From an optimization exercise on the open Yosys and OpenROAD flow, aimed at small area, a short achievable clock period and few clock cycles; shortcuts taken in it are not production practice.
Function was checked by simulation only, so behaviour that the tests miss may differ from the original.

==> flow/design.v <==
module hallmark_lane (
    input  wire         clk,
    input  wire         rst,
    input  wire         start,
    input  wire [7:0]   stream,
    input  wire [1:0]   tflag,
    input  wire         restart,
    input  wire [63:0]  seq,
    input  wire [47:0]  sec,
    input  wire [31:0]  nsec,
    input  wire [3:0]   nrange,
    input  wire [63:0]  devser,
    input  wire [255:0] prev,
    output wire         idle,
    input  wire         in_valid,
    input  wire [63:0]  in_data,
    output wire         in_ready,
    output reg          done,
    output wire [255:0] hallmark
);
    function [31:0] rotr(input [31:0] x, input integer n);
        rotr = (x >> n) | (x << (32 - n));
    endfunction
    function [31:0] bsig0(input [31:0] x);
        bsig0 = rotr(x, 2) ^ rotr(x, 13) ^ rotr(x, 22);
    endfunction
    function [31:0] bsig1(input [31:0] x);
        bsig1 = rotr(x, 6) ^ rotr(x, 11) ^ rotr(x, 25);
    endfunction
    function [31:0] ssig0(input [31:0] x);
        ssig0 = rotr(x, 7) ^ rotr(x, 18) ^ (x >> 3);
    endfunction
    function [31:0] ssig1(input [31:0] x);
        ssig1 = rotr(x, 17) ^ rotr(x, 19) ^ (x >> 10);
    endfunction
    function [63:0] csa(input [31:0] x, input [31:0] y, input [31:0] z);
        csa = {((x & y) | (x & z) | (y & z)) << 1, x ^ y ^ z};
    endfunction
    function [63:0] bswap64(input [63:0] x);
        integer i;
        for (i = 0; i < 8; i = i + 1)
            bswap64[8*i +: 8] = x[56 - 8*i +: 8];
    endfunction
    localparam [2047:0] KTAB = {
        256'hc67178f2bef9a3f7a4506ceb90befffa8cc7020884c8781478a5636f748f82ee,
        256'h682e6ff35b9cca4f4ed8aa4a391c0cb334b0bcb52748774c1e376c0819a4c116,
        256'h106aa070f40e3585d6990624d192e819c76c51a3c24b8b70a81a664ba2bfe8a1,
        256'h92722c8581c2c92e766a0abb650a735453380d134d2c6dfc2e1b213827b70a85,
        256'h1429296706ca6351d5a79147c6e00bf3bf597fc7b00327c8a831c66d983e5152,
        256'h76f988da5cb0a9dc4a7484aa2de92c6f240ca1cc0fc19dc6efbe4786e49b69c1,
        256'hc19bf1749bdc06a780deb1fe72be5d74550c7dc3243185be12835b01d807aa98,
        256'hab1c5ed5923f82a459f111f13956c25be9b5dba5b5c0fbcf71374491428a2f98
    };
    localparam [255:0] IV = {
        32'h5be0cd19, 32'h1f83d9ab, 32'h9b05688c, 32'h510e527f,
        32'ha54ff53a, 32'h3c6ef372, 32'hbb67ae85, 32'h6a09e667
    };
    reg         st_idle, st_load, st_run;    
    reg [5:0]   rnd;          
    reg         r_end;        
    reg         r_ins;        
    reg         r_sch;        
    reg         addsel;       
    reg         postrun;      
    reg [1:0]   rphase;       
    reg [4:0]   k;            
    reg [3:0]   rot;          
    reg         fill_last;    
    reg         run_last;     
    reg [1:0]   pad;          
    reg [3:0]   rleft;        
    reg [3:0]   nr;           
    reg [31:0]  gsum;         
    reg [31:0]  gleft;        
    reg [2:0]   wsub;         
    reg         dmore;        
    reg [63:0]  inbuf;        
    reg         ib_full;
    reg         in_ready_r;
    reg [31:0]  a, b, c, d, e, f, g, h;
    reg [31:0]  kreg;         
    reg [31:0]  hkw;          
    reg [31:0]  w [0:15];
    reg [31:0]  xa [0:3];     
    reg [31:0]  xe [0:3];     
    assign idle     = st_idle;
    assign in_ready = in_ready_r;
    wire [31:0] Hout [0:7];
    assign Hout[0] = xa[3]; assign Hout[1] = xa[2];
    assign Hout[2] = xa[1]; assign Hout[3] = xa[0];
    assign Hout[4] = xe[3]; assign Hout[5] = xe[2];
    assign Hout[6] = xe[1]; assign Hout[7] = xe[0];
    genvar gi;
    generate
        for (gi = 0; gi < 32; gi = gi + 1) begin : g_out
            assign hallmark[8*gi +: 8] = Hout[gi / 4][31 - 8*(gi % 4) -: 8];
        end
    endgenerate
    wire        xneed   = (rleft != 4'd0) || dmore;
    wire        xfer    = in_ready_r && in_valid;
    wire        ins_ok  = (r_ins || st_load) && !k[4] && (k == 5'd0 || rot == 4'd0);
    wire        pad_go  = !ib_full && !xneed && (pad != 2'd2);
    wire        ins     = ins_ok && (ib_full || pad_go);
    wire        ins_ib  = ins_ok && ib_full;
    wire        ins_pad = ins_ok && pad_go;
    wire [63:0] ib_be   = bswap64(inbuf);
    wire [63:0] lenw    = {20'd0, {3'b000, gsum, 3'b000} + {34'd0, nr} + 38'd9, 6'd0};
    reg  [31:0] insval;
    always @* begin
        if (ib_full)
            insval = k[0] ? ib_be[31:0] : ib_be[63:32];
        else if (pad == 2'd0)
            insval = k[0] ? 32'h00000000 : 32'h80000000;
        else if (k[3:1] == 3'd7)
            insval = k[0] ? lenw[31:0] : lenw[63:32];
        else
            insval = 32'h00000000;
    end
    wire [63:0] wc1 = csa(ssig1(w[14]), w[9], ssig0(w[1]));
    wire [63:0] wc2 = csa(wc1[31:0], wc1[63:32], w[0]);
    wire [31:0] wn  = wc2[31:0] + wc2[63:32];
    wire [31:0] tail = ins ? insval : (r_sch ? wn : w[0]);
    wire        k_full  = (k == 5'd16);
    wire        wready  = (ins && k == 5'd15) || (k_full && !ins && rot == 4'd15);
    wire        finish  = st_load && postrun && run_last;
    wire        go      = st_load && !finish && (rphase == 2'd0) && wready;
    wire        len_lo  = ins_pad && (pad == 2'd1) && (k == 5'd15);
    wire        fill_last_n = len_lo ? 1'b1 : fill_last;
    wire        idle_n  = rst || (st_idle && !start) || finish;
    wire        run_n   = !rst && ((st_run && !r_end) || go);
    wire        load_n  = !rst && ((st_idle && start) || (st_load && !finish && !go) || (st_run && r_end));
    wire [5:0]  rnd_n   = st_run ? (r_end ? 6'd0 : rnd + 6'd1) : (go ? 6'd1 : 6'd0);
    wire [31:0] kt0 [0:63];
    wire [31:0] kt1 [0:31];
    wire [31:0] kt2 [0:15];
    wire [31:0] kt3 [0:7];
    wire [31:0] kt4 [0:3];
    wire [31:0] kt5 [0:1];
    generate
        for (gi = 0; gi < 64; gi = gi + 1) begin : g_kt0
            assign kt0[gi] = KTAB[32*gi +: 32];
        end
        for (gi = 0; gi < 32; gi = gi + 1) begin : g_kt1
            assign kt1[gi] = rnd_n[0] ? kt0[2*gi+1] : kt0[2*gi];
        end
        for (gi = 0; gi < 16; gi = gi + 1) begin : g_kt2
            assign kt2[gi] = rnd_n[1] ? kt1[2*gi+1] : kt1[2*gi];
        end
        for (gi = 0; gi < 8; gi = gi + 1) begin : g_kt3
            assign kt3[gi] = rnd_n[2] ? kt2[2*gi+1] : kt2[2*gi];
        end
        for (gi = 0; gi < 4; gi = gi + 1) begin : g_kt4
            assign kt4[gi] = rnd_n[3] ? kt3[2*gi+1] : kt3[2*gi];
        end
        for (gi = 0; gi < 2; gi = gi + 1) begin : g_kt5
            assign kt5[gi] = rnd_n[4] ? kt4[2*gi+1] : kt4[2*gi];
        end
    endgenerate
    wire [31:0] k_n = rnd_n[5] ? kt5[1] : kt5[0];
    wire        ring_en = addsel || (st_load && (rphase != 2'd0 || go));
    wire [31:0] sum_a   = xa[0] + (addsel ? a : 32'd0);
    wire [31:0] sum_e   = xe[0] + (addsel ? e : 32'd0);
    wire [31:0] ch  = (e & f) ^ (~e & g);
    wire [31:0] maj = (a & b) ^ (a & c) ^ (b & c);
    wire [63:0] rc1 = csa(hkw, bsig1(e), ch);
    wire [63:0] rc2 = csa(rc1[31:0], rc1[63:32], bsig0(a));
    wire [63:0] rc3 = csa(rc2[31:0], rc2[63:32], maj);
    wire [63:0] rc4 = csa(rc1[31:0], rc1[63:32], d);
    wire [31:0] a_n = rc3[31:0] + rc3[63:32];
    wire [31:0] e_n = rc4[31:0] + rc4[63:32];
    wire [63:0] hc  = csa(st_run ? g : xe[1], kreg, w[1]);
    wire [3:0]  rleft_n = (xfer && rleft != 4'd0) ? rleft - 4'd1 : rleft;
    wire        xrange  = xfer && (rleft != 4'd0);
    wire        xdata   = xfer && (rleft == 4'd0);
    wire [31:0] gsum_n  = gsum + {4'd0, in_data[63:36]};
    wire        glast   = xdata && (wsub == 3'd7);
    wire        dmore_n = xrange ? 1'b1 : (glast && gleft == 32'd1) ? 1'b0 : dmore;
    wire        ib_full_n = xfer ? 1'b1 : (ins_ib && k[0]) ? 1'b0 : ib_full;
    wire        lo_next   = !xfer && ins_ib && !k[0];
    wire        xneed_n   = (rleft_n != 4'd0) || dmore_n;
    wire [63:0] seq_be = bswap64(seq);
    wire [63:0] sec_be = bswap64({16'h0000, sec});
    wire [63:0] dev_be = bswap64(devser);
    wire [63:0] pv0_be = bswap64(prev[63:0]);
    wire [63:0] pv1_be = bswap64(prev[127:64]);
    wire [63:0] pv2_be = bswap64(prev[191:128]);
    integer i;
    always @(posedge clk) begin
        for (i = 0; i < 15; i = i + 1)
            w[i] <= w[i + 1];
        w[15] <= tail;
        if (st_run) begin
            a <= a_n; b <= a; c <= b; d <= c;
            e <= e_n; f <= e; g <= f; h <= g;
        end else begin
            a <= sum_a; b <= xa[3]; c <= xa[2]; d <= xa[1];
            e <= sum_e; f <= xe[3]; g <= xe[2]; h <= xe[1];
        end
        kreg <= k_n;
        hkw  <= hc[31:0] + hc[63:32];
        if (ring_en) begin
            xa[0] <= xa[1]; xa[1] <= xa[2]; xa[2] <= xa[3]; xa[3] <= sum_a;
            xe[0] <= xe[1]; xe[1] <= xe[2]; xe[2] <= xe[3]; xe[3] <= sum_e;
            rphase <= rphase + 2'd1;
        end
        if (in_ready_r || st_idle)
            inbuf <= st_idle ? prev[255:192] : in_data;
        ib_full <= ib_full_n;
        rleft   <= rleft_n;
        dmore   <= dmore_n;
        if (xrange) begin
            gsum  <= gsum_n;
            gleft <= gsum_n;
        end
        if (xdata)
            wsub <= wsub + 3'd1;
        if (glast)
            gleft <= gleft - 32'd1;
        if (ins)
            rot <= 4'd0;
        else
            rot <= rot + 4'd1;
        if (go) begin
            k         <= 5'd0;
            run_last  <= fill_last_n;
            fill_last <= 1'b0;
        end else begin
            if (ins)
                k <= k + 5'd1;
            fill_last <= fill_last_n;
        end
        if (ins_pad && k[0]) begin
            if (pad == 2'd0)
                pad <= 2'd1;
            else if (k == 5'd15)
                pad <= 2'd2;
        end
        st_idle <= idle_n;
        st_load <= load_n;
        st_run  <= run_n;
        rnd     <= rnd_n;
        postrun <= st_run && r_end;
        r_end   <= run_n && (rnd_n == 6'd0);
        r_ins   <= run_n && (rnd_n >= 6'd50 || rnd_n == 6'd0);
        r_sch   <= run_n && (rnd_n != 6'd0) && (rnd_n <= 6'd48);
        addsel  <= (run_n && (rnd_n >= 6'd62 || rnd_n == 6'd0)) || (st_run && r_end);
        if (st_idle) begin
            w[1]  <= 32'h4B484C4D;
            w[2]  <= {16'h0100, stream, 5'b00000, restart, tflag};
            w[3]  <= seq_be[63:32];
            w[4]  <= seq_be[31:0];
            w[5]  <= sec_be[63:32];
            w[6]  <= sec_be[31:0];
            w[7]  <= {nsec[7:0], nsec[15:8], nsec[23:16], nsec[31:24]};
            w[8]  <= {4'h0, nrange, 24'h000000};
            w[9]  <= dev_be[63:32];
            w[10] <= dev_be[31:0];
            w[11] <= pv0_be[63:32];
            w[12] <= pv0_be[31:0];
            w[13] <= pv1_be[63:32];
            w[14] <= pv1_be[31:0];
            w[15] <= pv2_be[63:32];
            w[0]  <= pv2_be[31:0];
            xa[0] <= IV[0*32 +: 32]; xa[1] <= IV[3*32 +: 32];
            xa[2] <= IV[2*32 +: 32]; xa[3] <= IV[1*32 +: 32];
            xe[0] <= IV[4*32 +: 32]; xe[1] <= IV[7*32 +: 32];
            xe[2] <= IV[6*32 +: 32]; xe[3] <= IV[5*32 +: 32];
            rphase <= 2'd0;
            ib_full   <= 1'b1;
            rleft     <= nrange;
            nr        <= nrange;
            dmore     <= 1'b0;
            wsub      <= 3'd0;
            gsum      <= 32'd0;
            k         <= 5'd16;
            rot       <= 4'd15;
            pad       <= 2'd0;
            fill_last <= 1'b0;
            run_last  <= 1'b0;
        end
        if (rst) begin
            done       <= 1'b0;
            in_ready_r <= 1'b0;
        end else begin
            done       <= finish;
            in_ready_r <= xneed_n && (!ib_full_n || lo_next) && !st_idle && !finish;
        end
    end
endmodule
==> flow/run.sh <==
#!/bin/bash
# synth_recipe.tcl (not shown) runs the flow's synth.tcl, then flattens the netlist and writes it again
# the make line also repeats each setting of config.mk as NAME=value (left out here)
make -C /OpenROAD-flow-scripts/flow DESIGN_CONFIG=/design/flow/config.mk WORK_HOME=/design/flow/orfs CLKGATE_MAP_FILE= SYNTH_SCRIPT=/design/flow/synth_recipe.tcl finish
==> flow/config.mk <==
export PLATFORM = sky130hd
export DESIGN_NAME = hallmark_lane
export DESIGN_NICKNAME = hallmark_lane
export VERILOG_FILES = /design/flow/design.v
export SDC_FILE = /design/flow/constraint.sdc
export NUM_CORES = 4
export LEC_CHECK = 0
export CAP_MARGIN = 20
export CORE_MARGIN = 2
export CORE_UTILIZATION = 50
export PLACE_DENSITY = 0.65
export SETUP_SLACK_MARGIN = 5
export SLEW_MARGIN = 20
==> flow/constraint.sdc <==
create_clock -name core_clock -period 10.0 [get_ports {clk}]
set_input_delay 2.0000 -clock core_clock [delete_from_list [all_inputs] [get_ports {clk}]]
set_output_delay 2.0000 -clock core_clock [all_outputs]
set_load 0.01 [all_outputs]
==> impl_metrics.env, run 1 <==
export IMPL_avgSynthCellArea_sq_um=9.66
export IMPL_synth_cell_types=89
export IMPL_drt_wl_total_mm=247
export IMPL_initial_utilization=0.504
export IMPL_cts_sinks=1228
export IMPL_numCtsBuffers=136
export IMPL_cts_tree="built"
export IMPL_ios=806
export IMPL_synth_seq_cells=1228
export IMPL_drt_iter0_markers=4960
export IMPL_status="timing/DRC/antenna clean"
export IMPL_fmax_mhz=196
export IMPL_cp_start_kind="register"
export IMPL_crit_required_ns=10.63
export IMPL_die_h_microns=362
export IMPL_grt_usage=0.363
export IMPL_synth_edf_count=100
export IMPL_ant_nets=0
export IMPL_synth_async_reset_ratio=0
export IMPL_grt_pass1_vias=51200
export IMPL_hold_viol_final=0
export IMPL_wl_per_cell_microns=27.2
export IMPL_portBuffers=805
export IMPL_viasPerCell=5.78
export IMPL_ys_seq_area_frac=0.398
export IMPL_setup_ws_ns=4.91
export IMPL_endpoint_kind="register"
export IMPL_core_area_sq_um=128000
export IMPL_timing_final_crit_period_ns=5.09
export IMPL_synthCells=6647
export IMPL_cts_hold_buf=0
export IMPL_final_common_cell="dfxtp_1"
export IMPL_vias=52500
export IMPL_setup_tns_ns=0
export IMPL_critPathKind="reg2reg"
export IMPL_cts_reportedPaths_clkPinSlew_ns=0.06
export IMPL_cts_htree_levels=4
export IMPL_finalSetupViolCount=0
export IMPL_ys_warn_count=4
export IMPL_finish_utilization=0.619
export IMPL_relSlewSlack=0.191
export IMPL_fin_crit_sh=0.509
export IMPL_drv_slew=0
export IMPL_die_x_microns=362
export IMPL_r2r_slack_ns=4.91
export IMPL_syn_nets=7661
export IMPL_grt_max_degree=208
export IMPL_place_hpwl_mm=193
export IMPL_hold_path_class="reg2reg"
export IMPL_place_congestion=0.984
export IMPL_layout_drive_gt1_share=0.153
export IMPL_die_area_sq_um=131000
export IMPL_cap_violations=0
export IMPL_dr_pass1_iters=7
export IMPL_grt_pass1_wl_mm=349
export IMPL_final_cell_mix="dfxtp_1, clkdlybuf4s50_1, nand2_1"
export IMPL_fin_skew_ns=0.0533
export IMPL_antenna_found_initial=25
export IMPL_nets=8298
export IMPL_fill_cells=10900
export IMPL_cp_arrival_ns=5.73
export IMPL_syn_to_final_growth_pct=22.8
export IMPL_clk_latency_ns=0.80
export IMPL_cts_buffer_depth=3
export IMPL_floorplan_rows=131
export IMPL_rsz0062_at_grt="yes"
export IMPL_synth_flop_cell="dfxtp_1"
export IMPL_post_place_ws_ns=4.41
export IMPL_globalRoute_totalOverflow=0
export IMPL_drc=0
export IMPL_synthesis_area_sq_um=64200
export IMPL_critPathMaxFanout=5
export IMPL_max_slew_worst_pin_slew_ns=1.21
export IMPL_cts_root_buf="clkbuf_16"
worst paths after layout:
check            from        to  depth (start not counted)
max              e[8]     a[22]                         19
min          w[2][11]  w[1][11]                          1
max reg2reg      e[8]     a[22]                         19
min reg2reg  w[2][11]  w[1][11]                          1
metrics by stage:
| step | instance area (sq um) | std cells | hold slack [ns] |
|---|---|---|---|
| floorplan | 64200 | 6647 | 0.389 |
| global placement | 73400 | 8784 | 0.392 |
| detailed placement | 73400 | 8784 | 0.393 |
| CTS | 78400 | 9045 | 0.407 |
| global route | 78900 | 9065 | 0.421 |
| finish | 78900 | 9072 | 0.405 |
routing by layer:
layer | track usage | vias to the layer above | wire (microns)
li1 | - | 24100 | -
met1 | 0.456 | 25700 | 98900
met2 | 0.607 | 2101 | 118000
met3 | 0.0750 | 494 | 18300
met4 | 0.151 | 12 | 11600
met5 | 0 | - | 73
logic make-up (layout without fill, tap and decap cells):
family / after synthesis / after routing / share of synthesized area
compound gates: 1203 / 1203 / 0.118
other cells: 0 / 13 / 0
fa+ha+maj: 498 / 498 / 0.122
flops: 1228 / 1228 / 0.398
xor+xnor: 502 / 502 / 0.0686
buf+inv: 753 / 1503 / 0.0440
mux: 726 / 726 / 0.126
simple gates: 1737 / 1737 / 0.124
critical path, stage by stage, from the launching register on:
cell       delay [ns]
dfxtp_4          0.38
buf_6            0.13
xnor2_4          0.13
xnor2_2          0.15
fa_1             0.51
inv_2            0.07
fa_1             0.50
inv_2            0.04
fa_1             0.57
ha_4             0.22
a211oi_2         0.20
o21bai_1         0.12
a21o_1           0.21
a2111oi_4        0.36
nor2_2           0.08
a311o_2          0.50
o311a_1          0.35
o21a_1           0.19
nor3_2           0.14
o22ai_1          0.08
area by class of cell:
cell class / instances / area, sq um / area share
inverters: 370 / 1400 / 0.0178
multi-input cells: 4666 / 36200 / 0.459
clock buffers: 199 / 4030 / 0.0511
repair buffers: 882 / 8700 / 0.110
flip-flops and latches: 1228 / 25700 / 0.325
well taps: 1662 / 2080 / 0.0264
diodes: 13 / 32.5 / 0.000412
clock inverters: 52 / 759 / 0.00963
sequential cells by signal, indices dropped and copies added (netlist names), 5 cells and up:
signal  count
w         512
xa        128
xe        128
inbuf      64
a          32
b          32
c          32
d          32
e          32
f          32
g          32
gleft      32
gsum       32
hkw        32
kreg       32
rnd         6
k           5
synthesized netlist by cell type (all sizes together) (9+ instances only):
| cell | count | share of area |
|---|---|---|
| o221ai | 19 | 0.0026 |
| a21oi | 405 | 0.032 |
| xnor2 | 326 | 0.045 |
| nor2b | 92 | 0.0090 |
| and3 | 43 | 0.0042 |
| and2 | 90 | 0.0088 |
| inv | 368 | 0.022 |
| o21ai | 271 | 0.021 |
| dfxtp | 1128 | 0.35 |
| a221oi | 24 | 0.0033 |
| a211oi | 35 | 0.0041 |
| nand2b | 31 | 0.0030 |
| a311oi | 18 | 0.0025 |
| edfxtp | 100 | 0.047 |
| nand4 | 26 | 0.0025 |
| a31o | 9 | 0.0012 |
| o22ai | 16 | 0.0016 |
| nor2 | 286 | 0.017 |
| mux2 | 682 | 0.12 |
| nor3b | 11 | 0.0013 |
| o311ai | 25 | 0.0035 |
| fa | 220 | 0.069 |
| a211o | 14 | 0.0019 |
| a21o | 100 | 0.012 |
| or3 | 30 | 0.0029 |
| xor2 | 176 | 0.024 |
| o211ai | 70 | 0.0082 |
| nor3 | 59 | 0.0046 |
| maj3 | 31 | 0.0048 |
| clkbuf | 353 | 0.021 |
| mux2i | 44 | 0.0069 |
| a31oi | 38 | 0.0037 |
| buf | 30 | 0.0018 |
| o21bai | 21 | 0.0025 |
| nand3 | 208 | 0.016 |
| nand2 | 789 | 0.046 |
| or2 | 26 | 0.0025 |
| nor4 | 14 | 0.0015 |
| o21a | 36 | 0.0042 |
| o31ai | 30 | 0.0037 |
| ha | 247 | 0.048 |
repair_timing:
action | in CTS | in global routing
setup buffers | 10 | 14
resized for setup | 48 | 80
setup endpoints to repair | 24 | 69
pin swaps | 18 | 26
Testbench counts, summed over its fixed seeds: cycles 447,163.
==> run 2: changes to the inputs <==
--- a/flow/config.mk
+++ b/flow/config.mk
@@ -9,4 +9,5 @@
 export CORE_MARGIN = 2
-export CORE_UTILIZATION = 50
-export PLACE_DENSITY = 0.65
+export CORE_UTILIZATION = 30
+export CTS_BUF_LIST = sky130_fd_sc_hd__clkbuf_4 sky130_fd_sc_hd__clkbuf_8
+export PLACE_DENSITY = 0.5
 export SETUP_SLACK_MARGIN = 5
==> impl_metrics.env, run 2 <==
export IMPL_synth_area_leaders="dfxtp_1, mux2_2, fa_1"
export IMPL_critPathKind="reg2reg"
export IMPL_timing_final_crit_period_ns=5.01
export IMPL_r2r_cells=17
export IMPL_crit_required_ns=10.85
export IMPL_synth_most_common_cell="dfxtp_1"
export IMPL_hold_worst_slack_ns=0.385
export IMPL_rsz0062_at_grt="yes"
export IMPL_fin_skew_ns=0.0975
export IMPL_synth_compound_area_frac=0.118
export IMPL_yosysTopAreaCell="dfxtp_1"
export IMPL_synth_top_family_by_area="multiplexers"
export IMPL_synthCells=6647
export IMPL_portBuffers=805
export IMPL_synthXorXnorAreaFrac=0.0686
export IMPL_cp_arrival_ns=5.86
export IMPL_drv_slew=0
export IMPL_vias=52000
export IMPL_cts_root_buf="clkbuf_8"
export IMPL_cts_reportedPaths_clkPinSlew_ns=0.06
export IMPL_max_slew_worst_pin_slew_ns=1.11
export IMPL_reg2reg_from="e[26]"
export IMPL_status="timing/DRC/antenna clean"
export IMPL_floorplan_rows=169
export IMPL_layout_drive_gt1_share=0.171
export IMPL_synth_fa_ha_area_frac=0.122
export IMPL_grt_usage=0.235
export IMPL_cp_start_kind="register"
export IMPL_hold_viol_final=0
export IMPL_fmax_mhz=200
export IMPL_r2r_slack_ns=4.99
export IMPL_drc=0
export IMPL_numCtsBuffers=218
export IMPL_top_regs="w x512, xa x128, xe x128"
export IMPL_synth_cell_types=89
export IMPL_setup_ws_ns=4.99
export IMPL_worstSetupStartpoint="e[26]"
export IMPL_place_congestion=0.934
export IMPL_initial_utilization=0.302
export IMPL_core_area_sq_um=213000
export IMPL_final_cell_mix="dfxtp_1, clkdlybuf4s50_1, nand2_1"
export IMPL_globalRoute_totalOverflow=0
export IMPL_whs_path_depth=1
export IMPL_viasPerCell=5.01
export IMPL_regMostFlops="w"
export IMPL_setup_tns_ns=0
export IMPL_avgSynthCellArea_sq_um=9.66
export IMPL_wl_per_cell_microns=25.5
export IMPL_r2r_end="a[24]"
export IMPL_ant_nets=0
export IMPL_antenna_found_initial=45
export IMPL_fill_cells=21500
export IMPL_ys_warn_count=4
export IMPL_dr_pass1_iters=7
export IMPL_final_common_cell="dfxtp_1"
export IMPL_synth_flop_cell="dfxtp_1"
export IMPL_finalSetupViolCount=0
export IMPL_ios=806
export IMPL_synthTopCellsByCount="dfxtp_1, nand2_1, mux2_2"
export IMPL_largest_register_ffs=512
export IMPL_cts_tree="built"
export IMPL_drt_wl_total_mm=264
export IMPL_fin_crit_sh=0.501
export IMPL_cap_violations=0
export IMPL_synth_async_reset_ratio=0
export IMPL_endpoint_kind="register"
export IMPL_cts_htree_levels=4
export IMPL_nets=8379
export IMPL_grt_pass1_vias=52000
export IMPL_relSlewSlack=0.262
export IMPL_dpl_cell_count=9941
export IMPL_post_place_ws_ns=4.41
export IMPL_ys_seq_area_frac=0.398
export IMPL_cts_sinks=1228
export IMPL_die_x_microns=467
export IMPL_synth_top_area_frac=0.352
export IMPL_syn_nets=7661
export IMPL_drt_iter0_markers=3868
export IMPL_cts_buffer_depth=3
export IMPL_clk_latency_ns=1.02
export IMPL_grt_max_degree=195
export IMPL_die_area_sq_um=218000
export IMPL_synthesis_area_sq_um=64200
export IMPL_final_cells=10400
export IMPL_hold_path_class="reg2reg"
export IMPL_muxShareOfSynthArea=0.126
export IMPL_syn_to_final_growth_pct=25.3
export IMPL_grt_pass1_wl_mm=372
export IMPL_synth_seq_cells=1228
export IMPL_critPathMaxFanout=6
export IMPL_place_hpwl_mm=208
export IMPL_cp_endpoint="a[24]"
export IMPL_synth_edf_count=100
export IMPL_synth_simple_area_share=0.124
export IMPL_die_h_microns=467
export IMPL_cts_hold_buf=0
## run 2: area by class of cell
type	instances	area, sq um	share of cell area
Multi-Input combinational cell	4666	36200	0.450
Inverter	370	1400	0.0174
Tap cell	2821	3530	0.0439
Timing Repair Buffer	881	8750	0.109
Sequential cell	1228	25700	0.319
Clock inverter	54	681	0.00846
Antenna cell	18	45.0	0.000560
Clock buffer	334	4170	0.0518
## run 2: worst min path at each step
stage                     startpoint        to  slack [ns]
after CTS                   w[2][22]  w[1][22]        0.39
final                       w[2][22]  w[1][22]        0.39
after global routing        w[2][22]  w[1][22]        0.43
after detailed placement    w[2][25]  w[1][25]        0.40
after global placement      w[3][24]  w[2][24]        0.40
after floorplan              w[2][0]   w[1][0]        0.39
## run 2: logic make-up (layout without fill, tap and decap cells)
| logic type | Yosys count | count (layout) |
|---|---|---|
| and+or+nand+nor | 1737 | 1737 |
| DFF | 1228 | 1228 |
| AOI/OAI and AO/OA | 1203 | 1203 |
| buffers and inverters | 753 | 1639 |
| muxes | 726 | 726 |
| xor gates and xnor gates | 502 | 502 |
| adders and majority gates | 498 | 498 |
| other | 0 | 18 |
## run 2: routing by layer
layer,wire length [microns],track usage,share of wire,vias to the layer above
met5,137,0,0.00052,-
met4,10900,0.0921,0.041,20
met3,15600,0.0438,0.059,379
met2,129000,0.404,0.49,1773
met1,108000,0.288,0.41,25500
li1,-,-,-,24300
## run 2: stage by stage
step	util	cell area [sq um]
detailed placement	0.352	74800
finish	0.379	80500
floorplan	-	64200
global placement	0.352	74800
global route	0.378	80400
CTS	0.376	80000
## run 2: repair_timing
item	in CTS	in global routing
setup endpoints to repair	43	54
setup buffers	12	11
gates cloned	0	1
pin swaps	24	35
gates resized for setup	63	62
hold endpoints to repair	0	0
## run 2: critical path, cell delays in order, from the launching register on
cell and delay (ns):
dfxtp_1 0.58, xnor2_2 0.18, fa_1 0.54, inv_2 0.06, fa_1 0.48, fa_1 0.45, inv_1 0.12, ha_4 0.22
a211oi_2 0.19, o21bai_1 0.13, a21o_1 0.22, a2111oi_4 0.37, nor2_2 0.08, a311o_2 0.49, o311ai_4 0.29, a21oi_1 0.11
o31ai_1 0.25, nand3_1 0.11
==> run 3: changes to the inputs <==
--- a/flow/config.mk
+++ b/flow/config.mk
@@ -10,3 +10,2 @@
 export CORE_UTILIZATION = 30
-export CTS_BUF_LIST = sky130_fd_sc_hd__clkbuf_4 sky130_fd_sc_hd__clkbuf_8
 export PLACE_DENSITY = 0.5
==> impl_metrics.env, run 3 <==
export IMPL_wl_per_cell_microns=25.8
export IMPL_cp_start_kind="register"
export IMPL_die_h_microns=467
export IMPL_regMostFlops="w"
export IMPL_seqCellArea_sq_um=25700
export IMPL_drc=0
export IMPL_hold_path_class="reg2reg"
export IMPL_cts_root_buf="clkbuf_16"
export IMPL_finish_utilization=0.379
export IMPL_setup_tns_ns=0
export IMPL_cts_hold_buf=0
export IMPL_drv_slew=0
export IMPL_worstSetupStartpoint="e[13]"
export IMPL_hold_viol_final=0
export IMPL_cap_violations=0
export IMPL_whs_endpoint="w[1][27]"
export IMPL_vias=51600
export IMPL_nets=8301
export IMPL_ys_warn_count=4
export IMPL_ios=806
export IMPL_multi_input_area_sq_um=36200
export IMPL_fin_crit_sh=0.503
export IMPL_synth_cell_types=89
export IMPL_r2r_cells=18
export IMPL_relSlewSlack=0.223
export IMPL_syn_to_final_growth_pct=25.5
export IMPL_synth_async_reset_ratio=0
export IMPL_crit_required_ns=10.68
export IMPL_hp_start="w[2][27]"
export IMPL_max_slew_worst_pin_slew_ns=1.17
export IMPL_synth_area_leaders="dfxtp_1, mux2_2, fa_1"
export IMPL_finalSetupViolCount=0
export IMPL_yosysTopAreaCell="dfxtp_1"
export IMPL_endpoint_kind="register"
export IMPL_fill_cells=21300
export IMPL_critPathKind="reg2reg"
export IMPL_viasPerCell=5.04
export IMPL_timing_final_crit_period_ns=5.03
export IMPL_grt_usage=0.234
export IMPL_layout_drive_gt1_share=0.152
export IMPL_fmax_mhz=199
export IMPL_floorplan_rows=169
export IMPL_reg2reg_from="e[13]"
export IMPL_critPathMaxFanout=5
export IMPL_rsz0062_at_grt="yes"
export IMPL_ys_seq_area_frac=0.398
export IMPL_cts_reportedPaths_clkPinSlew_ns=0.07
export IMPL_grt_max_degree=195
export IMPL_ant_nets=0
export IMPL_r2r_end="a[24]"
export IMPL_cp_arrival_ns=5.71
export IMPL_r2r_slack_ns=4.97
export IMPL_die_area_sq_um=218000
export IMPL_fin_skew_ns=0.0691
export IMPL_final_cell_mix="dfxtp_1, clkdlybuf4s50_1, nand2_1"
export IMPL_numCtsBuffers=144
export IMPL_cts_tree="built"
export IMPL_synthesis_area_sq_um=64200
export IMPL_top_regs="w x512, xa x128, xe x128"
export IMPL_antenna_found_initial=37
export IMPL_grt_pass1_wl_mm=371
export IMPL_cts_htree_levels=4
export IMPL_synth_most_common_cell="dfxtp_1"
export IMPL_drt_iter0_markers=4109
export IMPL_globalRoute_totalOverflow=0
export IMPL_synthCells=6647
export IMPL_syn_nets=7661
export IMPL_final_common_cell="dfxtp_1"
export IMPL_place_congestion=0.934
export IMPL_initial_utilization=0.302
export IMPL_dr_pass1_iters=5
export IMPL_synth_edf_count=100
export IMPL_cts_buffer_depth=3
export IMPL_cts_sinks=1228
export IMPL_portBuffers=805
export IMPL_synth_top_area_frac=0.352
export IMPL_die_x_microns=467
export IMPL_largest_register_ffs=512
export IMPL_synthTopCellsByCount="dfxtp_1, nand2_1, mux2_2"
export IMPL_avgSynthCellArea_sq_um=9.66
export IMPL_synth_flop_cell="dfxtp_1"
export IMPL_place_hpwl_mm=208
export IMPL_clk_latency_ns=0.84
export IMPL_drt_wl_total_mm=264
export IMPL_core_area_sq_um=213000
export IMPL_status="timing/DRC/antenna clean"
export IMPL_synth_seq_cells=1228
export IMPL_grt_pass1_vias=51400
export IMPL_whs_path_depth=1
-- run 3: routing by layer --
layer	up-vias	GRT usage	share of wire
met2	1618	0.408	0.49
met1	25500	0.289	0.41
li1	24100	-	-
met4	18	0.0853	0.038
met3	367	0.0395	0.054
met5	-	0	0.00036
-- run 3: cells by family after synthesis --
| logic type | count (synthesis) | share of synthesized area |
|---|---|---|
| AND/OR/NAND/NOR | 1737 | 0.124 |
| buffers and inverters | 753 | 0.0440 |
| AO/OA/AOI/OAI | 1203 | 0.118 |
| flip-flops | 1228 | 0.398 |
| multiplexers | 726 | 0.126 |
| XOR/XNOR | 502 | 0.0686 |
| adder cells (fa/ha/maj) | 498 | 0.122 |
-- run 3: worst max path at each step --
stage,slack (ns),end,depth (start not counted)
floorplan,5.01,a[22],18
global placement,4.44,gleft[30],14
detailed placement,4.41,a[24],17
CTS,4.88,a[24],17
global route,4.80,a[24],18
finish,4.97,a[24],18
-- run 3: area by class of cell --
type                       count  share of cell area
antenna                       18            0.000559
clock buffer                 199              0.0499
clock inverter                64              0.0130
inverter                     370              0.0173
multi-input combinational   4666               0.449
sequential                  1228               0.319
tap                         2821              0.0438
timing repair buffer         877               0.108
-- run 3: stage by stage --
step / cell area (sq um) / instances / setup WS, ns / hold WS, ns
3_5_place_dp: 74800 / 9941 / 4.41 / 0.396
4_1_cts: 80300 / 10200 / 4.88 / 0.412
2_1_floorplan: 64200 / 6647 / 5.01 / 0.389
6_report: 80600 / 10200 / 4.97 / 0.407
3_3_place_gp: 74800 / 9941 / 4.44 / 0.398
5_1_grt: 80600 / 10200 / 4.80 / 0.421
-- run 3: repair_timing --
action                                  4_1_cts  5_1_grt
resized for setup                            72       58
endpoints found under the setup margin       48       56
pin swaps                                    30       28
endpoints found under the hold margin         0        0
gates cloned                                  0        1
buffers inserted                             16        4
-- run 3: critical path: stages (launching register included) --
cell and delay, ns:
dfxtp_4 0.38, xnor2_4 0.15, xnor2_2 0.17, fa_1 0.53
inv_2 0.06, fa_1 0.47, inv_1 0.05, fa_1 0.58
ha_4 0.23, a211oi_2 0.22, o21bai_1 0.15, a21o_1 0.25
a2111oi_4 0.36, nor2_2 0.07, a311o_2 0.49, o311ai_4 0.29
a21oi_1 0.11, o31ai_1 0.26, nand3_1 0.10
==> run 4: changes to the inputs <==
==> flow/flow/run.sh (new file) <==
#!/bin/bash
# Standard layout, with the smallest plain buffer on every port.
set -euo pipefail
export BUFFER_PORTS_ARGS="-buffer_cell sky130_fd_sc_hd__buf_1"
bash standard.sh > standard.log 2>&1
==> flow/standard.sh (new file) <==
#!/bin/bash
# synth_recipe.tcl (not shown) runs the flow's synth.tcl, then flattens the netlist and writes it again
# the make line also repeats each setting of config.mk as NAME=value (left out here)
make -C /OpenROAD-flow-scripts/flow DESIGN_CONFIG=/design/flow/config.mk WORK_HOME=/design/flow/orfs CLKGATE_MAP_FILE= SYNTH_SCRIPT=/design/flow/synth_recipe.tcl "${@:-finish}"
removed: flow/run.sh
==> impl_metrics.env, run 4 <==
export IMPL_status="timing/DRC/antenna clean"
export IMPL_syn_to_final_growth_pct=17.5
export IMPL_max_slew_worst_pin_slew_ns=1.16
export IMPL_grt_usage=0.229
export IMPL_r2r_slack_ns=4.98
export IMPL_hold_path_class="reg2reg"
export IMPL_cts_buffer_depth=3
export IMPL_globalRoute_totalOverflow=0
export IMPL_nets=8294
export IMPL_endpoint_kind="register"
export IMPL_cp_start_kind="register"
export IMPL_drt_iter0_markers=3985
export IMPL_cp_arrival_ns=5.67
export IMPL_dpl_cell_count=9939
export IMPL_crit_path_top_delay_cell="fa_1"
export IMPL_die_h_microns=467
export IMPL_top_regs="w x512, xa x128, xe x128"
export IMPL_crit_required_ns=10.65
export IMPL_drt_wl_total_mm=257
export IMPL_hold_worst_slack_ns=0.409
export IMPL_portBuffers=805
export IMPL_grt_pass1_wl_mm=363
export IMPL_ys_seq_area_frac=0.398
export IMPL_cp_cell_sequence="mux2_2 > fa_1 > inv_1 > fa_1 > inv_1 > fa_1 > ha_4 > a211oi_2 > o21bai_1 > a21o_1 > a2111oi_4 > nor2_2 > a311o_2 > o311a_1 > o21a_1 > nor3_2 > o22ai_1"
export IMPL_synth_top_area_frac=0.352
export IMPL_syn_nets=7661
export IMPL_die_x_microns=467
export IMPL_fmax_mhz=199
export IMPL_cts_sinks=1228
export IMPL_critical_path_max_stage_delay_ns=0.55
export IMPL_wl_per_cell_microns=25.1
export IMPL_viasPerCell=5.02
export IMPL_critPathMaxFanout=6
export IMPL_antenna_found_initial=23
export IMPL_regMostFlops="w"
export IMPL_rsz0062_at_grt="yes"
export IMPL_cap_violations=0
export IMPL_final_cell_mix="dfxtp_1, buf_1, nand2_1"
export IMPL_final_common_cell="dfxtp_1"
export IMPL_drv_slew=0
export IMPL_die_area_sq_um=218000
export IMPL_synth_cell_types=89
export IMPL_timing_final_crit_period_ns=5.02
export IMPL_fill_cells=21800
export IMPL_clk_latency_ns=0.84
export IMPL_synthTopCellsByCount="dfxtp_1, nand2_1, mux2_2"
export IMPL_relSlewSlack=0.229
export IMPL_cts_tree="built"
export IMPL_fin_skew_ns=0.0789
export IMPL_hold_viol_final=0
export IMPL_ant_nets=0
export IMPL_yosysTopAreaCell="dfxtp_1"
export IMPL_synth_most_common_cell="dfxtp_1"
export IMPL_ios=806
export IMPL_grt_pass1_vias=50900
export IMPL_initial_utilization=0.302
export IMPL_place_congestion=0.961
export IMPL_drc=0
export IMPL_synth_area_leaders="dfxtp_1, mux2_2, fa_1"
export IMPL_critPathMostFrequentCell="fa_1"
export IMPL_fin_crit_sh=0.502
export IMPL_cts_reportedPaths_clkPinSlew_ns=0.06
export IMPL_ys_warn_count=4
export IMPL_critPathKind="reg2reg"
export IMPL_core_area_sq_um=213000
export IMPL_cts_root_buf="clkbuf_16"
export IMPL_synth_edf_count=100
export IMPL_dr_pass1_iters=7
export IMPL_synth_seq_cells=1228
export IMPL_numCtsBuffers=145
export IMPL_floorplan_rows=169
export IMPL_largest_register_ffs=512
export IMPL_synthCells=6647
export IMPL_vias=51300
export IMPL_grt_max_degree=178
export IMPL_layout_drive_gt1_share=0.153
export IMPL_synth_flop_cell="dfxtp_1"
export IMPL_finalSetupViolCount=0
export IMPL_synth_async_reset_ratio=0
export IMPL_setup_tns_ns=0
export IMPL_setup_ws_ns=4.98
export IMPL_post_place_ws_ns=4.41
export IMPL_cts_htree_levels=4
export IMPL_place_hpwl_mm=203
export IMPL_synthesis_area_sq_um=64200
export IMPL_final_cells=10200
export IMPL_avgSynthCellArea_sq_um=9.66
-- run 4: cell counts after synthesis --
No cell type changed its count.
-- run 4: repair_timing --
action / 4_1_cts / 5_1_grt
pin swaps: 26 / 16
resized for setup: 72 / 55
endpoints found under the setup margin: 35 / 43
setup buffers: 12 / 3
gates cloned: 0 / 0
hold buffers: 0 / 0
-- run 4: final cells by class --
class | count | area (sq um) | share of cell area
Tap cell | 2821 | 3530 | 0.0468
Inverter | 370 | 1400 | 0.0185
Clock inverter | 65 | 920 | 0.0122
Sequential cell | 1228 | 25700 | 0.340
Timing Repair Buffer | 869 | 3570 | 0.0473
Multi-Input combinational cell | 4666 | 36100 | 0.479
Antenna cell | 13 | 32.5 | 0.000431
Clock buffer | 203 | 4200 | 0.0557
-- run 4: worst paths after layout --
kind	startpoint	end	depth (start not counted)
max	e[2]	a[22]	17
min	w[2][11]	w[1][11]	1
max reg2reg	e[2]	a[22]	17
min reg2reg	w[2][11]	w[1][11]	1
-- run 4: cells by family (layout without fill, tap and decap cells) --
group,count (synthesis),count (layout),share of synthesized area
DFF,1228,1228,0.398
xor gates and xnor gates,502,502,0.0686
AOI/OAI and AO/OA,1203,1203,0.118
muxes,726,726,0.126
adders and majority gates,498,498,0.122
and+or+nand+nor,1737,1737,0.124
buffers and inverters,753,1507,0.0440
other,0,13,0
-- run 4: metrics by stage --
| stage | cell area [sq um] | util |
|---|---|---|
| 3_5_place_dp | 69800 | 0.328 |
| 3_3_place_gp | 69800 | 0.328 |
| 6_report | 75500 | 0.355 |
| 5_1_grt | 75400 | 0.355 |
| 2_1_floorplan | 64200 | - |
| 4_1_cts | 75200 | 0.354 |
-- run 4: per-layer routing --
layer	vias to the layer above	routed length (microns)	GRT usage
li1	24100	-	-
met1	25200	107000	0.284
met2	1674	125000	0.392
met3	357	13500	0.0361
met4	10	11500	0.0951
met5	-	60	0
-- run 4: critical path, delay by kind of cell (launching register included) --
kind | cells | cell delay, ns
buffers and inverters | 2 | 0.12
AND/OR/NAND/NOR | 2 | 0.19
flip-flops | 1 | 0.40
AO/OA/AOI/OAI | 8 | 2.02
adder cells (fa/ha/maj) | 4 | 1.77
multiplexers | 1 | 0.36
==> run 5: changes to the inputs <==
==> flow/flow/run.sh (replaced) <==
#!/bin/bash
# Standard layout, with the smallest plain buffer on every port and a clock tree
# built from mid-size buffers without dummy loads.
set -euo pipefail
export BUFFER_PORTS_ARGS="-buffer_cell sky130_fd_sc_hd__buf_1"
export CTS_ARGS="-sink_clustering_enable -repair_clock_nets -dont_use_dummy_load -buf_list {sky130_fd_sc_hd__clkbuf_4 sky130_fd_sc_hd__clkbuf_8}"
bash standard.sh > standard.log 2>&1
--- a/flow/config.mk
+++ b/flow/config.mk
@@ -7,2 +7,3 @@
 export LEC_CHECK = 0
+export ABC_AREA = 1
 export CAP_MARGIN = 20
==> impl_metrics.env, run 5 <==
export IMPL_status="timing/DRC/antenna clean"
export IMPL_grt_pass1_vias=62900
export IMPL_relSlewSlack=0.242
export IMPL_cp_arrival_ns=5.75
export IMPL_synth_most_common_cell="nand2_1"
export IMPL_whs_path_depth=2
export IMPL_final_cell_mix="nand2_1, dfxtp_1, inv_1"
export IMPL_cts_reportedPaths_clkPinSlew_ns=0.06
export IMPL_cts_root_buf="clkbuf_8"
export IMPL_synth_area_leaders="dfxtp_1, nand2_1, fa_1"
export IMPL_r2r_cells=16
export IMPL_cts_tree="built"
export IMPL_wl_per_cell_microns=24.0
export IMPL_syn_nets=10500
export IMPL_critPathTopFamily="compound AO/OA/AOI/OAI gates"
export IMPL_hold_viol_final=0
export IMPL_hold_path_class="reg2reg"
export IMPL_viasPerCell=4.90
export IMPL_yosysTopAreaCell="dfxtp_1"
export IMPL_timing_final_crit_period_ns=4.86
export IMPL_ios=806
export IMPL_largest_register_ffs=512
export IMPL_synth_flop_cell="dfxtp_1"
export IMPL_fill_cells=24700
export IMPL_clk_latency_ns=1.00
export IMPL_die_h_microns=480
export IMPL_endpoint_kind="register"
export IMPL_cts_sinks=1228
export IMPL_top_regs="w x512, xa x128, xe x128"
export IMPL_dr_pass1_iters=5
export IMPL_hp_start="w[7][7]"
export IMPL_synth_top_area_frac=0.332
export IMPL_ant_nets=0
export IMPL_ys_warn_count=4
export IMPL_synth_seq_cells=1228
export IMPL_layout_drive_gt1_share=0.0354
export IMPL_reg2reg_from="e[17]"
export IMPL_nets=11200
export IMPL_synthCells=9512
export IMPL_ys_seq_area_frac=0.376
export IMPL_seqCellArea_sq_um=25600
export IMPL_place_congestion=0.973
export IMPL_crit_required_ns=10.89
export IMPL_die_area_sq_um=231000
export IMPL_synthesis_area_sq_um=68100
export IMPL_antenna_found_initial=20
export IMPL_cts_htree_levels=4
export IMPL_place_hpwl_mm=257
export IMPL_r2r_end="e[19]"
export IMPL_critPathKind="reg2reg"
export IMPL_finalSetupViolCount=0
export IMPL_synthTopCellsByCount="nand2_1, dfxtp_1, inv_1"
export IMPL_synth_async_reset_ratio=0
export IMPL_syn_to_final_growth_pct=12.5
export IMPL_fin_crit_sh=0.486
export IMPL_core_area_sq_um=225000
export IMPL_max_slew_worst_pin_slew_ns=1.14
export IMPL_initial_utilization=0.302
export IMPL_vias=64600
export IMPL_fin_skew_ns=0.132
export IMPL_crit_path_top_delay_cell="dfxtp_1"
export IMPL_grt_max_degree=187
export IMPL_synth_cell_types=61
export IMPL_hold_worst_slack_ns=0.330
export IMPL_floorplan_rows=174
export IMPL_drc=0
export IMPL_fmax_mhz=206
export IMPL_die_x_microns=480
export IMPL_r2r_slack_ns=5.14
export IMPL_drv_slew=0
export IMPL_numCtsBuffers=216
export IMPL_drt_wl_total_mm=317
export IMPL_globalRoute_totalOverflow=0
export IMPL_synth_edf_count=100
export IMPL_setup_tns_ns=0
export IMPL_cp_cell_sequence="xnor2_1 > xor2_1 > inv_1 > fa_1 > inv_1 > fa_1 > inv_1 > ha_1 > a21oi_1 > o21ai_0 > a21oi_1 > o21ai_1 > a21oi_1 > or2_0 > nand3_1 > nand2_1"
export IMPL_cap_violations=0
export IMPL_rsz0062_at_grt="yes"
export IMPL_whs_endpoint="w[6][7]"
export IMPL_multi_input_area_sq_um=37000
export IMPL_regMostFlops="w"
export IMPL_critical_path_max_stage_delay_ns=0.59
export IMPL_cp_start_kind="register"
export IMPL_critPathMaxFanout=7
export IMPL_portBuffers=805
export IMPL_drt_iter0_markers=5698
export IMPL_avgSynthCellArea_sq_um=7.16
export IMPL_grt_usage=0.265
export IMPL_cts_buffer_depth=3
export IMPL_path_buf_inv=3
export IMPL_final_common_cell="nand2_1"
export IMPL_grt_pass1_wl_mm=445
run 5: cell types whose count changed after synthesis, sizes merged, moves of 89 or more:
cell | before | now
o21ai | 271 | 590
nand3 | 208 | 425
buf | 30 | 129
inv | 368 | 995
mux2 | 682 | 0
xnor2 | 326 | 181
nor2b | 92 | 0
nand2 | 789 | 3299
and2 | 90 | 1
nor2 | 286 | 806
run 5: logic make-up (layout without fill, tap and decap cells):
logic type | after synthesis | after routing | synth area share
xor gates and xnor gates | 414 | 414 | 0.0532
buffers and inverters | 1408 | 2069 | 0.0811
AOI/OAI and AO/OA | 1227 | 1227 | 0.0977
muxes | 4 | 4 | 0.000588
and+or+nand+nor | 4734 | 4734 | 0.277
adders and majority gates | 497 | 497 | 0.114
DFF | 1228 | 1228 | 0.376
other | 0 | 20 | 0
run 5: worst reg2reg max path, cell delays in order, from the launching register on:
cell	delay, ns
dfxtp_1	0.59
xnor2_1	0.24
xor2_1	0.39
inv_1	0.13
fa_1	0.50
inv_1	0.09
fa_1	0.49
inv_1	0.04
ha_1	0.35
a21oi_1	0.29
o21ai_0	0.16
a21oi_1	0.57
o21ai_1	0.33
a21oi_1	0.25
or2_0	0.13
nand3_1	0.12
nand2_1	0.10
run 5: final cells by class:
| cell class | instances | area share |
|---|---|---|
| Sequential cell | 1228 | 0.334 |
| Timing Repair Buffer | 855 | 0.0447 |
| Antenna cell | 20 | 0.000653 |
| Multi-Input combinational cell | 6876 | 0.483 |
| Clock buffer | 216 | 0.0388 |
| Tap cell | 2992 | 0.0489 |
| Inverter | 998 | 0.0493 |
run 5: worst max-delay path by stage:
| stage | cells past startpoint | endpoint | start |
|---|---|---|---|
| 2_1_floorplan | 20 | a[31] | e[7] |
| 3_3_place_gp | 15 | hkw[31] | st_run |
| 3_5_place_dp | 19 | a[25] | e[12] |
| 4_1_cts | 19 | a[25] | e[12] |
| 5_1_grt | 17 | hkw[25] | st_run |
| 6_report | 16 | e[19] | e[17] |
run 5: repair_timing:
item / in CTS / in global routing
setup buffers: 1 / 0
pin swaps: 0 / 0
endpoints found under the setup margin: 5 / 23
hold buffers: 0 / 0
hold endpoints to repair: 0 / 0
resized for setup: 3 / 13
run 5: through the flow:
step | setup WS [ns] | std cells | utilization | area [sq um]
2_1_floorplan | 5.81 | 9512 | - | 68100
3_3_place_gp | 4.92 | 12900 | 0.326 | 73500
3_5_place_dp | 4.90 | 12900 | 0.326 | 73500
4_1_cts | 5.00 | 13200 | 0.340 | 76500
5_1_grt | 4.93 | 13200 | 0.340 | 76600
6_report | 5.14 | 13200 | 0.340 | 76600
run 5: per-layer routing:
| layer | routed length [microns] | up-vias | GRT usage |
|---|---|---|---|
| met3 | 18900 | 404 | 0.0398 |
| met1 | 136000 | 30800 | 0.342 |
| met4 | 9860 | 2 | 0.0785 |
| li1 | - | 31100 | - |
| met5 | 12 | - | 0 |
| met2 | 152000 | 2299 | 0.455 |
==> run 6: changes to the inputs <==
--- a/flow/flow/run.sh
+++ b/flow/flow/run.sh
@@ -6,2 +6,3 @@
 export CTS_ARGS="-sink_clustering_enable -repair_clock_nets -dont_use_dummy_load -buf_list {sky130_fd_sc_hd__clkbuf_4 sky130_fd_sc_hd__clkbuf_8}"
+export SETUP_SLACK_MARGIN=6
 bash standard.sh > standard.log 2>&1
--- a/flow/config.mk
+++ b/flow/config.mk
@@ -12,3 +12,2 @@
 export PLACE_DENSITY = 0.5
-export SETUP_SLACK_MARGIN = 5
 export SLEW_MARGIN = 20
==> impl_metrics.env, run 6 <==
export IMPL_largest_register_ffs=512
export IMPL_relSlewSlack=0.217
export IMPL_final_cell_mix="nand2_1, dfxtp_1, inv_1"
export IMPL_synth_edf_count=100
export IMPL_drt_iter0_markers=5389
export IMPL_syn_nets=10500
export IMPL_seqCellArea_sq_um=25800
export IMPL_core_area_sq_um=225000
export IMPL_synth_area_leaders="dfxtp_1, nand2_1, fa_1"
export IMPL_antenna_found_initial=26
export IMPL_hold_path_class="reg2reg"
export IMPL_avgSynthCellArea_sq_um=7.16
export IMPL_crit_required_ns=10.75
export IMPL_grt_usage=0.269
export IMPL_cts_buffer_depth=3
export IMPL_cts_hold_buf=0
export IMPL_viasPerCell=4.94
export IMPL_dr_pass1_iters=5
export IMPL_die_area_sq_um=231000
export IMPL_synthTopCellsByCount="nand2_1, dfxtp_1, inv_1"
export IMPL_floorplan_rows=174
export IMPL_fill_cells=24500
export IMPL_cp_start_kind="register"
export IMPL_regMostFlops="w"
export IMPL_synth_flop_cell="dfxtp_1"
export IMPL_cts_tree="built"
export IMPL_critPathKind="reg2reg"
export IMPL_ant_nets=0
export IMPL_clk_latency_ns=1.00
export IMPL_setup_tns_ns=0
export IMPL_die_h_microns=480
export IMPL_fmax_mhz=236
export IMPL_die_x_microns=480
export IMPL_nets=11300
export IMPL_grt_max_degree=217
export IMPL_cts_root_buf="clkbuf_8"
export IMPL_cts_htree_levels=4
export IMPL_synth_seq_cells=1228
export IMPL_portBuffers=805
export IMPL_final_cells=13300
export IMPL_cap_violations=0
export IMPL_ios=806
export IMPL_final_common_cell="nand2_1"
export IMPL_top_regs="w x512, xa x128, xe x128"
export IMPL_fin_crit_sh=0.424
export IMPL_grt_pass1_wl_mm=451
export IMPL_synth_async_reset_ratio=0
export IMPL_rsz0062_at_grt="yes"
export IMPL_globalRoute_totalOverflow=0
export IMPL_synth_cell_types=61
export IMPL_timing_final_crit_period_ns=4.24
export IMPL_drc=0
export IMPL_synth_top_area_frac=0.332
export IMPL_finalSetupViolCount=0
export IMPL_critPathMaxFanout=4
export IMPL_place_congestion=0.984
export IMPL_status="timing/DRC/antenna clean"
export IMPL_endpoint_kind="register"
export IMPL_ys_warn_count=4
export IMPL_place_hpwl_mm=259
export IMPL_multi_input_area_sq_um=39200
export IMPL_initial_utilization=0.302
export IMPL_hold_viol_final=0
export IMPL_cts_sinks=1228
export IMPL_vias=65500
export IMPL_drv_slew=0
export IMPL_fin_skew_ns=0.171
export IMPL_wl_per_cell_microns=24.3
export IMPL_max_slew_worst_pin_slew_ns=1.17
export IMPL_synth_most_common_cell="nand2_1"
export IMPL_grt_pass1_vias=63800
export IMPL_cp_arrival_ns=5.00
export IMPL_synthesis_area_sq_um=68100
export IMPL_dpl_cell_count=12900
export IMPL_drt_wl_total_mm=322
export IMPL_numCtsBuffers=218
export IMPL_syn_to_final_growth_pct=17.2
export IMPL_ys_seq_area_frac=0.376
export IMPL_layout_drive_gt1_share=0.0864
export IMPL_yosysTopAreaCell="dfxtp_1"
export IMPL_cts_reportedPaths_clkPinSlew_ns=0.06
export IMPL_synthCells=9512
-- run 6: changes by cell type in the layout (fill, tap and decap cells not counted), moves of 40 or more --
cell	before	now
o21ai_1	61	109
dfxtp_4	2	43
dfxtp_1	1121	1042
nand2_1	3291	3245
buf_4	47	100
a21oi_2	1	52
ha_1	247	199
o21ai_0	526	442
nor2_1	794	754
a21oi_1	421	357
-- run 6: path summary, 6_finish.rpt --
path	slack (ns)	end	cells past startpoint	start
worst min-delay path	0.32	w[5][20]	2	w[6][20]
worst max-delay path	5.76	a[23]	18	e[19]
worst min register to register	0.32	w[5][20]	2	w[6][20]
worst max register to register	5.76	a[23]	18	e[19]
-- run 6: worst max-delay path: stages, from the launching register on --
cell      delay [ns]
dfxtp_4         0.40
xnor2_2         0.21
xor2_1          0.19
inv_1           0.08
fa_1            0.48
inv_1           0.09
fa_1            0.49
inv_1           0.05
fa_1            0.48
ha_4            0.36
a21oi_4         0.08
o21ai_1         0.34
a21oi_1         0.16
inv_1           0.09
nand2_1         0.05
o211ai_1        0.18
a21oi_1         0.12
o21ai_1         0.12
nand2_1         0.06
-- run 6: cell families after synthesis --
| kind of cell | count (synthesis) | synth area share |
|---|---|---|
| xor+xnor | 414 | 0.0532 |
| fa+ha+maj | 497 | 0.114 |
| compound gates | 1227 | 0.0977 |
| mux | 4 | 0.000588 |
| flops | 1228 | 0.376 |
| simple gates | 4734 | 0.277 |
| buf+inv | 1408 | 0.0811 |
-- run 6: routing by layer --
layer	up-vias	GRT usage	routed length, microns
li1	31200	-	-
met1	31400	0.346	136000
met2	2424	0.459	155000
met3	422	0.0395	19800
met4	8	0.0901	11400
met5	-	0	57
-- run 6: area by class of cell --
type	instances	share of cell area
Antenna cell	13	0.000408
Clock buffer	218	0.0376
Inverter	998	0.0474
Multi-Input combinational cell	6876	0.492
Sequential cell	1228	0.323
Tap cell	2992	0.0469
Timing Repair Buffer	931	0.0524
Timing Repair inverter	1	0.0000627
-- run 6: what timing repair did --
item / 4_1_cts / 5_1_grt
setup buffers: 40 / 40
gates cloned: 2 / 1
setup endpoints to repair: 130 / 198
resized for setup: 414 / 291
pin swaps: 65 / 83
-- run 6: through the flow --
stage / setup slack (ns) / hold slack (ns) / utilization / cell area, sq um
3_3_place_gp: 4.95 / 0.390 / 0.326 / 73500
4_1_cts: 5.74 / 0.324 / 0.348 / 78300
6_report: 5.76 / 0.322 / 0.354 / 79800
3_5_place_dp: 4.97 / 0.393 / 0.326 / 73500
2_1_floorplan: 5.98 / 0.388 / - / 68100
5_1_grt: 5.62 / 0.344 / 0.354 / 79800
==> run 7: changes to the inputs <==
--- a/flow/design.v
+++ b/flow/design.v
@@ -120,3 +120,3 @@
     wire [63:0] wc2 = csa(wc1[31:0], wc1[63:32], w[0]);
-    wire [31:0] wn  = wc2[31:0] + wc2[63:32];
+    wire [31:0] wn  = (r_sch ? wc2[31:0] : gsum) + (r_sch ? wc2[63:32] : {4'd0, in_data[63:36]});
     wire [31:0] tail = ins ? insval : (r_sch ? wn : w[0]);
@@ -131,3 +131,5 @@
     wire        load_n  = !rst && ((st_idle && start) || (st_load && !finish && !go) || (st_run && r_end));
-    wire [5:0]  rnd_n   = st_run ? (r_end ? 6'd0 : rnd + 6'd1) : (go ? 6'd1 : 6'd0);
+    wire [5:0]  rnd_n;
+    wire        r_sch_n = run_n && (rnd_n != 6'd0) && (rnd_n <= 6'd48);
+    assign      rnd_n   = st_run ? (r_end ? 6'd0 : rnd + 6'd1) : (go ? 6'd1 : 6'd0);
     wire [31:0] kt0 [0:63];
@@ -174,3 +176,3 @@
     wire        xdata   = xfer && (rleft == 4'd0);
-    wire [31:0] gsum_n  = gsum + {4'd0, in_data[63:36]};
+    wire [31:0] gsum_n  = wn;
     wire        glast   = xdata && (wsub == 3'd7);
@@ -244,3 +246,3 @@
         r_ins   <= run_n && (rnd_n >= 6'd50 || rnd_n == 6'd0);
-        r_sch   <= run_n && (rnd_n != 6'd0) && (rnd_n <= 6'd48);
+        r_sch   <= r_sch_n;
         addsel  <= (run_n && (rnd_n >= 6'd62 || rnd_n == 6'd0)) || (st_run && r_end);
@@ -285,3 +287,3 @@
             done       <= finish;
-            in_ready_r <= xneed_n && (!ib_full_n || lo_next) && !st_idle && !finish;
+            in_ready_r <= xneed_n && (!ib_full_n || lo_next) && !st_idle && !finish && !r_sch_n;
         end
==> impl_metrics.env, run 7 <==
export IMPL_status="timing/DRC/antenna clean"
export IMPL_die_h_microns=477
export IMPL_endpoint_kind="register"
export IMPL_fin_crit_sh=0.432
export IMPL_cts_root_buf="clkbuf_8"
export IMPL_synth_top_area_frac=0.336
export IMPL_grt_pass1_wl_mm=463
export IMPL_vias=66300
export IMPL_yosysTopAreaCell="dfxtp_1"
export IMPL_critPathKind="reg2reg"
export IMPL_cts_sinks=1228
export IMPL_synth_most_common_cell="nand2_1"
export IMPL_synth_area_leaders="dfxtp_1, nand2_1, fa_1"
export IMPL_clk_latency_ns=1.03
export IMPL_synth_cell_types=64
export IMPL_numCtsBuffers=221
export IMPL_cp_arrival_ns=5.20
export IMPL_cts_reportedPaths_clkPinSlew_ns=0.06
export IMPL_synth_async_reset_ratio=0
export IMPL_hp_start="w[7][3]"
export IMPL_final_common_cell="nand2_1"
export IMPL_layout_drive_gt1_share=0.129
export IMPL_regMostFlops="w"
export IMPL_critical_path_max_stage_delay_ns=0.51
export IMPL_cts_htree_levels=4
export IMPL_portBuffers=805
export IMPL_avgSynthCellArea_sq_um=7.22
export IMPL_rsz0062_at_grt="yes"
export IMPL_drc=0
export IMPL_die_area_sq_um=228000
export IMPL_final_cell_mix="nand2_1, dfxtp_1, inv_1"
export IMPL_critPathMaxFanout=5
export IMPL_globalRoute_totalOverflow=0
export IMPL_cts_buffer_depth=3
export IMPL_hold_viol_final=0
export IMPL_drv_slew=0
export IMPL_viasPerCell=5.04
export IMPL_cp_cell_sequence="buf_12 > xnor2_4 > xor2_1 > inv_1 > fa_1 > inv_2 > fa_1 > inv_1 > fa_1 > ha_4 > a21oi_4 > a21boi_2 > o21ai_2 > nand2_2 > nand3b_1 > nand2_1 > nand2_2 > or2_2 > nand3_1 > nand2_1"
export IMPL_synthesis_area_sq_um=67200
export IMPL_whs_path_depth=2
export IMPL_synthCells=9299
export IMPL_setup_tns_ns=0
export IMPL_top_regs="w x512, xa x128, xe x128"
export IMPL_floorplan_rows=173
export IMPL_wl_per_cell_microns=25.6
export IMPL_synth_flop_cell="dfxtp_1"
export IMPL_max_slew_worst_pin_slew_ns=1.27
export IMPL_grt_max_degree=227
export IMPL_ys_seq_area_frac=0.381
export IMPL_cap_violations=0
export IMPL_timing_final_crit_period_ns=4.32
export IMPL_ys_warn_count=4
export IMPL_grt_usage=0.282
export IMPL_hold_path_class="reg2reg"
export IMPL_nets=11100
export IMPL_grt_pass1_vias=63200
export IMPL_reg2reg_from="e[14]"
export IMPL_crit_path_top_delay_cell="fa_1"
export IMPL_syn_to_final_growth_pct=22.0
export IMPL_crit_required_ns=10.88
export IMPL_r2r_cells=20
export IMPL_synth_seq_cells=1228
export IMPL_cts_tree="built"
export IMPL_initial_utilization=0.302
export IMPL_dpl_cell_count=12700
export IMPL_ant_nets=0
export IMPL_fmax_mhz=232
export IMPL_synth_edf_count=100
export IMPL_drt_iter0_markers=6212
export IMPL_largest_register_ffs=512
export IMPL_final_cells=13200
export IMPL_finish_utilization=0.368
export IMPL_cts_hold_buf=0
export IMPL_drt_wl_total_mm=337
export IMPL_antenna_found_initial=44
export IMPL_place_hpwl_mm=266
export IMPL_syn_nets=10300
export IMPL_r2r_slack_ns=5.68
export IMPL_cp_start_kind="register"
export IMPL_whs_endpoint="w[6][3]"
export IMPL_dr_pass1_iters=6
export IMPL_finalSetupViolCount=0
export IMPL_place_congestion=1.03
export IMPL_ios=806
export IMPL_core_area_sq_um=223000
export IMPL_relSlewSlack=0.153
export IMPL_die_x_microns=477
export IMPL_synthTopCellsByCount="nand2_1, dfxtp_1, inv_1"
export IMPL_r2r_end="a[25]"
export IMPL_fin_skew_ns=0.112
export IMPL_critPathMostFrequentCell="fa_1"
run 7: cell count changes in the layout (fill, tap and decap cells not counted), moves of 47 or more:
| cell | delta |
|---|---|
| nand2_1 | -226 |
| buf_4 | +103 |
| nand3_1 | -76 |
| a21oi_1 | -73 |
| nand2_2 | +51 |
| inv_1 | -47 |
run 7: worst max path at each step:
stage	from	endpoint	slack [ns]
6_report	e[14]	a[25]	5.68
2_1_floorplan	e[27]	a[23]	6.00
4_1_cts	e[20]	a[29]	5.74
3_5_place_dp	in_data[36]	gleft[22]	5.00
3_3_place_gp	in_data[36]	gleft[22]	5.01
5_1_grt	e[20]	a[25]	5.54
run 7: metrics by stage:
step | cell area, sq um | hold slack, ns | setup WS, ns
final | 82000 | 0.346 | 5.68
after global routing | 81900 | 0.358 | 5.54
after CTS | 78500 | 0.319 | 5.74
after detailed placement | 72500 | 0.394 | 5.00
after global placement | 72500 | 0.394 | 5.01
after floorplan | 67200 | 0.388 | 6.00
run 7: final cells by class:
type | instances | area [sq um]
fillers | 24200 | 141000
multi-input cells | 6668 | 40200
flip-flops and latches | 1228 | 25900
repair buffers | 1055 | 5300
well taps | 2975 | 3720
inverters | 979 | 3720
clock buffers | 221 | 3040
diodes | 26 | 65.1
repair inverters | 1 | 8.76
run 7: cells by family (layout without fill, tap and decap cells):
logic type / count (synthesis) / count (layout) / share of synthesized area
simple gates: 4526 / 4527 / 0.268
buf+inv: 1404 / 2256 / 0.0837
compound gates: 1265 / 1265 / 0.104
flops: 1228 / 1228 / 0.381
fa+ha+maj: 469 / 469 / 0.111
xor+xnor: 403 / 403 / 0.0525
mux: 4 / 4 / 0.000596
other cells: 0 / 26 / 0
run 7: metal layers:
metal	vias to the layer above	track usage	wire [microns]
li1	30900	-	-
met4	28	0.132	18300
met5	-	0	198
met3	601	0.0547	25100
met2	2821	0.440	148000
met1	32000	0.373	145000
run 7: worst max-delay path: cells and delay by family, from the launching register on:
| family | cells | cell delay, ns |
|---|---|---|
| simple gates | 7 | 0.87 |
| xor+xnor | 2 | 0.35 |
| compound gates | 3 | 0.46 |
| buf+inv | 4 | 0.33 |
| fa+ha+maj | 4 | 1.77 |
| flops | 1 | 0.39 |
run 7: timing repair:
item,4_1_cts,5_1_grt
gates resized for setup,599,627
pin swaps,105,286
hold endpoints to repair,0,0
buffers inserted,86,104
endpoints found under the setup margin,358,239
cloned,3,2
Testbench counts of run 7, summed over its fixed seeds: cycles 447,163.

-- separate check: timing with driven ports --
How much do the figures lean on ideal ports? The routed layouts below were timed once more, with nothing changed but the port constraints. Step 1: set_driving_cell puts a clkbuf_16 on clk and a buf_2 on each other input, an assumption about the parent block. Step 2 times the ports against the registers' clock, not the clock port: input delays grow and output delays shrink by t, the midpoint of the rising clock arrivals with the driver on. a / b / c = ideal ports / drivers / drivers and shift; a / b = the first two.
run	t (ns)	setup WS [ns]	latest minus earliest clock arrival (ns)	worst slew at a driven data input, ns	pins driven straight from the clock port
run 1	0.864	4.908 / 4.908 / 4.508	0.054 / 0.054	0.23	1
run 2	1.070	4.991 / 4.991 / 4.391	0.098 / 0.098	0.23	1
run 3	0.901	4.968 / 4.968 / 4.448	0.069 / 0.069	0.21	1
run 4	0.897	4.977 / 4.977 / 4.764	0.079 / 0.079	0.22	1
run 5	1.040	5.143 / 5.143 / 5.143	0.162 / 0.162	0.15	1
run 6	1.013	5.755 / 5.755 / 5.239	0.183 / 0.183	0.15	1
run 7	1.084	5.682 / 5.682 / 4.929	0.128 / 0.127	0.15	1
After both steps setup and hold are still met in every run listed. The setup slack of run 7, which loses most, moves by 0.000 ns with the drivers and by -0.753 ns with both steps.
